Background: an optimization exercise with open tools, aiming at small area, a short achievable clock period and few clock cycles per item. Do not read the settings as production practice.
Only simulation tests tie the RTL to the original design; equivalence was not proved.
No activity file was given, so power comes from the tool's default toggle rates.

## ember
## bs_encoder
module bs_encoder (
    input  wire         clk,
    input  wire         rst,         
    input  wire         in_valid,
    output wire         in_ready,
    input  wire [31:0]  in_data,     
    input  wire [1:0]   in_fmt,      
    input  wire         in_rm,       
    output wire         out_valid,
    input  wire         out_ready,
    output wire [7:0]   out_scale,
    output wire [255:0] out_data,
    output wire         out_of
);
export LEC_CHECK = 0
export CAP_MARGIN = 20
export CORE_MARGIN = 2
export CORE_UTILIZATION = 40
export SLEW_MARGIN = 20
create_clock -name core_clock -period 14.0 [get_ports {clk}]
standard.sh (not shown) runs the stock make flow with config.mk's settings and CLKGATE_MAP_FILE= SYNTH_SCRIPT=/design/flow/synth_recipe.tcl, a recipe that flattens the netlist after the stock synthesis.
==> flow/flow/run.sh <==
#!/bin/bash
# Standard layout, with plain buffers (not delay cells) on the ports and a
# clock tree of fewer, smaller buffers without dummy loads.
set -euo pipefail
export BUFFER_PORTS_ARGS="-buffer_cell sky130_fd_sc_hd__buf_1"
export CTS_ARGS="-sink_clustering_enable -repair_clock_nets -dont_use_dummy_load -sink_clustering_size 12 -sink_clustering_max_diameter 40 -buf_list sky130_fd_sc_hd__clkbuf_4 -root_buf sky130_fd_sc_hd__clkbuf_16"
bash standard.sh > standard.log 2>&1
ember completed; timing, DRC and antenna clean
Testbench counts of ember, summed over its fixed seeds: cycles 49,440, items 1,536.
The inputs of sierra differ from those of ember as listed below.
--- a/flow/flow/run.sh
+++ b/flow/flow/run.sh
@@ -6 +6 @@
-export CTS_ARGS="-sink_clustering_enable -repair_clock_nets -dont_use_dummy_load -sink_clustering_size 12 -sink_clustering_max_diameter 40 -buf_list sky130_fd_sc_hd__clkbuf_4 -root_buf sky130_fd_sc_hd__clkbuf_16"
+export CTS_ARGS="-sink_clustering_enable -repair_clock_nets -dont_use_dummy_load -sink_clustering_size 16 -sink_clustering_max_diameter 60 -buf_list sky130_fd_sc_hd__clkbuf_8 -root_buf sky130_fd_sc_hd__clkbuf_16"
## What came out
Final cell count (sierra over ember): decrease, 32
sierra consumes more power than ember does.
Against ember, sierra comes in 0.010 ns lower on clock skew.
The higher first-iteration DRC count came out of sierra.
Required time at the worst-slack endpoint of sierra is on par with ember.
Count of buffers from port buffering came out exactly the same in ember and sierra.
Between ember and sierra, the via count of the first global-routing pass is higher for ember.
Lower switching part of the total among ember and sierra: sierra
sierra — share of final-layout standard cells stronger than drive strength 1 1.2 points lower, ember as reference
Between ember and sierra, cell area after layout is higher for sierra, ember comes in under that.
Relative to sierra, the following input files were edited for zinc:
- a change of CORE_UTILIZATION from 40 to 65
- an added PLACE_DENSITY of 0.75
From sierra to zinc the numbers moved as follows: fill cell instance count of the final layout saw a decrease, global-route wire length before repair saw a decrease, final net count saw little to no change, amount of wire on met2 after detailed routing saw a decrease, period utilization saw little to no change.
~same final critical-path setup slack in zinc and sierra
Reported for zinc and sierra, synthesized cell count turned out identical to the last digit.
zinc consumes less power than sierra does.
### zinc -> fjord
- removing PLACE_DENSITY (formerly 0.75)
- changing CORE_UTILIZATION from 65 to 40
--- a/flow/flow/run.sh
+++ b/flow/flow/run.sh
@@ -2,2 +1,0 @@
-# Standard layout, with plain buffers (not delay cells) on the ports and a
-# clock tree of fewer, smaller buffers without dummy loads.
@@ -6,0 +5 @@
+export SETUP_SLACK_MARGIN=10.3
[summary]
Number of endpoints failing setup at the final stage essentially unchanged between zinc and fjord. Compared fjord vs zinc, and proportion of final cell area spent on non-clock buffers is up in fjord. Against zinc, fjord comes in 0.033 ns lower on worst hold slack.

========
Another version of the RTL of bs_encoder (not shown whole).
Size in the first run: roughly 980 flip-flops, roughly 30000 um^2 of cells after synthesis.
export LEC_CHECK = 0
export CAP_MARGIN = 20
export CORE_MARGIN = 2
export CORE_UTILIZATION = 40
export SLEW_MARGIN = 20
create_clock -name core_clock -period 14.0 [get_ports {clk}]
run.sh (not shown) runs the stock make flow with config.mk's settings and CLKGATE_MAP_FILE= SYNTH_SCRIPT=/design/flow/synth_recipe.tcl, a recipe that flattens the netlist after the stock synthesis.
Stock flow here: none of the scripts above is used.
Testbench counts at the start, summed over its fixed seeds: cycles 49,440, items 1,536.
Rerun with:
==> flow/flow/run.sh (new file) <==
#!/bin/bash
# Standard layout, with plain buffers (not delay cells) on the ports.
set -euo pipefail
export BUFFER_PORTS_ARGS="-buffer_cell sky130_fd_sc_hd__buf_1"
bash standard.sh > standard.log 2>&1
==> flow/standard.sh (new file) <==
#!/bin/bash
# synth_recipe.tcl (not shown) runs the flow's synth.tcl, then flattens the netlist and writes it again
# the make line also repeats each setting of config.mk as NAME=value (left out here)
make -C /OpenROAD-flow-scripts/flow DESIGN_CONFIG=/design/flow/config.mk WORK_HOME=/design/flow/orfs CLKGATE_MAP_FILE= SYNTH_SCRIPT=/design/flow/synth_recipe.tcl "${@:-finish}"
removed: flow/run.sh
The changed run passed the timing, DRC and antenna checks.
Global-route usage shrinks by 0.87 points.
Worst setup slack is worse by 38 ps.
Area after synthesis does not change.
Total power is about the same.
Routed wire length shrinks by a few percent.

========
== red ==
Another version of the RTL of bs_encoder (not shown whole).
Size in the first run: roughly 2200 cells after synthesis, about 930 flip-flops, about 310 I/O pins, roughly 29000 sq um of cells after synthesis.
clock: 14.0 ns
lec_check: 0
abc_area: 1
cap_margin: 20
core_margin: 2
core_utilization: 40
slew_margin: 20
standard.sh (not shown) runs the stock make flow with config.mk's settings and CLKGATE_MAP_FILE= SYNTH_SCRIPT=/design/flow/synth_recipe.tcl, a recipe that flattens the netlist after the stock synthesis.
==> flow/flow/run.sh <==
#!/bin/bash
# Standard layout, with plain buffers (not delay cells) on the ports and a
# clock tree of fewer, smaller buffers without dummy loads.
set -euo pipefail
export BUFFER_PORTS_ARGS="-buffer_cell sky130_fd_sc_hd__buf_2"
export CTS_ARGS="-sink_clustering_enable -repair_clock_nets -dont_use_dummy_load -sink_clustering_size 16 -sink_clustering_max_diameter 60 -buf_list sky130_fd_sc_hd__clkbuf_8 -root_buf sky130_fd_sc_hd__clkbuf_16"
bash standard.sh > standard.log 2>&1
Testbench counts of red, summed over its fixed seeds: cycles 49,432, items 1,536.
Setup changes, red to purple
diff --git a/flow/flow/run.sh b/flow/flow/run.sh
--- a/flow/flow/run.sh
+++ b/flow/flow/run.sh
@@ -4,3 +4,3 @@
 set -euo pipefail
-export BUFFER_PORTS_ARGS="-buffer_cell sky130_fd_sc_hd__buf_2"
+export BUFFER_PORTS_ARGS="-buffer_cell sky130_fd_sc_hd__buf_1"
 export CTS_ARGS="-sink_clustering_enable -repair_clock_nets -dont_use_dummy_load -sink_clustering_size 16 -sink_clustering_max_diameter 60 -buf_list sky130_fd_sc_hd__clkbuf_8 -root_buf sky130_fd_sc_hd__clkbuf_16"
[summary]
purple and red all finish clean.
Maximum ir drop on the vdd rail went up by more than a quarter going from red to purple.
Final critical path time including I/O delays and setup across purple and red: no real change.
purple: non-clock buffer count about 0.32% above red
red → purple: transition time at the pin with the least slew margin saw a decrease; global-route usage saw an increase.

-- port drivers added, routing unchanged --
The flow's constraints put no driver on any port. The routed layouts listed below were extracted and timed again, unchanged, in two steps. Step 1 sets driving cells, clkbuf_16 on the clock port and buf_2 on the other inputs (assumed; they add their load-dependent delay and slew). Step 2 adds t to the input delays and takes it off the output delays; t is the mean of the earliest and latest rising clock arrival at the registers after step 1. Input paths then give back, and output paths get back, about the clock's delay inside the block. Three values: ideal, step 1, step 2; two values: the first two.
run	t (ns)	setup slack, ns	hold WS [ns]	worst register clock-pin slew, ns	worst data-port slew with drivers (ns)
ember	0.636	9.972 / 9.911 / 9.768	0.259 / 0.259 / 0.259	0.12 / 0.12	0.04
sierra	0.621	9.993 / 9.932 / 9.786	0.269 / 0.269 / 0.269	0.10 / 0.10	0.04
zinc	0.625	9.994 / 9.937 / 9.714	0.299 / 0.299 / 0.299	0.10 / 0.10	0.04
fjord	0.615	9.963 / 9.904 / 9.786	0.266 / 0.266 / 0.266	0.10 / 0.10	0.04
the first run of note 2	0.694	9.076 / 9.076 / 9.076	0.312 / 0.312 / 0.312	0.07 / 0.07	0.11
the second run of note 2	0.697	9.038 / 9.038 / 9.038	0.320 / 0.320 / 0.320	0.07 / 0.07	0.10
red	0.611	10.012 / 9.955 / 9.753	0.296 / 0.296 / 0.296	0.10 / 0.10	0.11
purple	0.607	10.013 / 9.956 / 9.768	0.278 / 0.278 / 0.278	0.10 / 0.10	0.11
After both steps every run listed still meets setup and hold. The setup slack of zinc, which loses most, moves by -0.057 ns with the drivers and by -0.280 ns with both steps.
